Background: an optimization exercise with open tools, aiming at small area, a short achievable clock period and few clock cycles per item. Do not read the settings as production practice. Only simulation tests tie the RTL to the original design; equivalence was not proved.

Setup of before:
## loop_law
module loop_law (
    input  wire        clk,
    input  wire        rst,
    input  wire        start,
    output wire        ready,
    output reg         done,
    input  wire [31:0] r,
    input  wire [31:0] y,
    input  wire [63:0] ff,
    input  wire        scanner,
    input  wire        reverse,
    input  wire        d_on_error,
    input  wire        preset,
    input  wire [6:0]  gain_table,
    input  wire [31:0] e_norm,
    input  wire [15:0] dfilt,
    input  wire [15:0] aw,
    input  wire [31:0] umin,
    input  wire [31:0] umax,
    input  wire [31:0] imin,
    input  wire [31:0] imax,
    input  wire [31:0] slew,
    input  wire [63:0] i_in,
    input  wire [63:0] yf_in,
    input  wire [32:0] e_prev,
    input  wire [31:0] u_prev,
    output wire        tbl_rd,
    output wire [11:0] tbl_addr,
    input  wire [15:0] tbl_en,
    input  wire [31:0] tbl_kp,
    input  wire [31:0] tbl_ki,
    input  wire [31:0] tbl_kd,
    output reg  [31:0] u_out,
    output wire [63:0] i_out,
    output reg  [63:0] yf_out,
    output wire [32:0] e_out
);
Size in the first run: about 17,000 cells after synthesis, roughly 540 flip-flops, about 0.13 sq mm of cells after synthesis.
export LEC_CHECK = 0
export ABC_AREA = 1
export CAP_MARGIN = 40
export CORE_MARGIN = 2
export CORE_UTILIZATION = 50
export SLEW_MARGIN = 30
create_clock -name core_clock -period 30.0 [get_ports {clk}]
standard.sh (not shown) runs the stock make flow with config.mk's settings and CLKGATE_MAP_FILE= SYNTH_SCRIPT=/design/flow/synth_recipe.tcl, a recipe that flattens the netlist after the stock synthesis.
==> flow/flow/run.sh <==
#!/bin/bash
# Layout: the standard flow (standard.sh), unchanged except that the buffer
# it puts on every input and output port is a plain buf_2 cell instead of the
# default delay buffer. The flow's full output goes to standard.log.
set -euo pipefail
cd "$(dirname "${BASH_SOURCE[0]}")/.."
export BUFFER_PORTS_ARGS="-buffer_cell sky130_fd_sc_hd__buf_2"
bash standard.sh finish > standard.log 2>&1
Testbench counts of before, summed over its fixed seeds: cycles 47,936, items 3,200.
Inputs modified between before and after:
--- a/flow/design.v
+++ b/flow/design.v
@@ -217,24 +217,23 @@
     wire        dd_err_c;
     bk_add #(34) u_dde (.a({e[32], e}), .b(~{e_prev[32], e_prev}), .ci(1'b1), .s(dd_err), .co(dd_err_c));
     wire [48:0] dd_yf;                                   
     wire        dd_yf_c;
     bk_add #(49) u_ddy (.a(49'd0), .b(~d_sh[48:0]), .ci(1'b1), .s(dd_yf), .co(dd_yf_c));
     wire [63:0] dd_x    = d_on_error ? {{30{dd_err[33]}}, dd_err} : {{15{dd_yf[48]}}, dd_yf};
     wire [63:0] imin64  = {{16{dv_r[31]}}, dv_r, 16'd0};
     wire [63:0] imax64  = {{16{dv_d3[31]}}, dv_d3[31:0], 16'd0};
     wire [63:0] u0_64   = {{16{dv_d[31]}}, dv_d, 16'd0};
     wire [63:0] pre, ra, rb;
     wire        pre_c, ra_c, rb_c;
-    assign pre = u0_64 - acc_r;          
-    assign pre_c = 1'b0;
+    bk_add #(64) u_pre (.a(u0_64), .b(~acc_r), .ci(1'b1), .s(pre), .co(pre_c));
     bk_add #(64) u_ra  (.a(acc_r), .b(imin64), .ci(1'b0), .s(ra), .co(ra_c));
     bk_add #(64) u_rb  (.a(acc_r), .b(imax64), .ci(1'b0), .s(rb), .co(rb_c));
     wire        pre_lo, pre_hi;
     clamp_cmp #(32) u_cpre (.v(pre), .lo(dv_r), .hi(dv_d3[31:0]), .below(pre_lo), .above(pre_hi));
     reg         pst_r;
     wire [63:0] i0_next = pst_r ? (pre_lo ? imin64 : (pre_hi ? imax64 : pre)) : i_in;
     wire [63:0] u_raw   = pst_r ? (pre_lo ? ra : (pre_hi ? rb : u0_64)) : acc_r;
     wire [33:0] lo_b    = {dv_b[1:0], ka};
     wire [33:0] hi_b    = {dv_b[3:2], hi_en, lo_en};
     wire [63:0] lo64    = {{14{lo_b[33]}}, lo_b, 16'd0};
     wire [63:0] hi64    = {{14{hi_b[33]}}, hi_b, 16'd0};
==> comparison <==
- Timing, DRC, antenna: 0 failures across after and before
- Diff before -> after: number of non-clock buffers in the layout went down 15, xor/xnor share of the synthesized area stayed essentially flat.
- Summary of after over before: global-route usage decreased 1.2 points, wire length per cell decreased about 1.4%.
- after vs before on standard-cell row count: after is the lower one.
- Between after and before, the difference in effective utilization at floorplan is negligible.
- Per the comparison of after with before, critical path depth up 27%, clock network contribution to total cell area comparable.
- Run comparison: before most frequent standard cell in the layout excluding fill and tap cells sky130_fd_sc_hd__nand2_1; after most frequent standard cell in the layout excluding fill and tap cells sky130_fd_sc_hd__inv_1
- Compared with before, achievable frequency in after increased by a few percent.
- Compared with before, after shows a number of global-route vias before repair that is 2,777 lower.
Testbench counts of after, summed over its fixed seeds: cycles 47,936, items 3,200.

==> afterwards: timing with drivers on the ports <==
The results above use ideal ports. As a check the final layouts listed here were re-extracted and re-timed, cells and wires unchanged.
Step 1 sets driving cells, clkbuf_16 on the clock port and buf_2 on the other inputs (assumed; they add their load-dependent delay and slew).
Step 2 adds t to the input delays and takes it off the output delays; t is the mean of the earliest and latest rising clock arrival at the registers after step 1. Input paths then give back, and output paths get back, about the clock's delay inside the block.
a / b / c = ideal / step 1 / step 2; a / b = the first two.
run	shift t [ns]	slack for setup (ns)	worst register clock-pin slew, ns	worst slew at a driven data input, ns
before	0.883	14.298 / 14.298 / 14.298	0.09 / 0.09	0.40
after	0.891	14.806 / 14.806 / 14.806	0.08 / 0.08	0.25
After both steps every run listed still meets setup and hold.
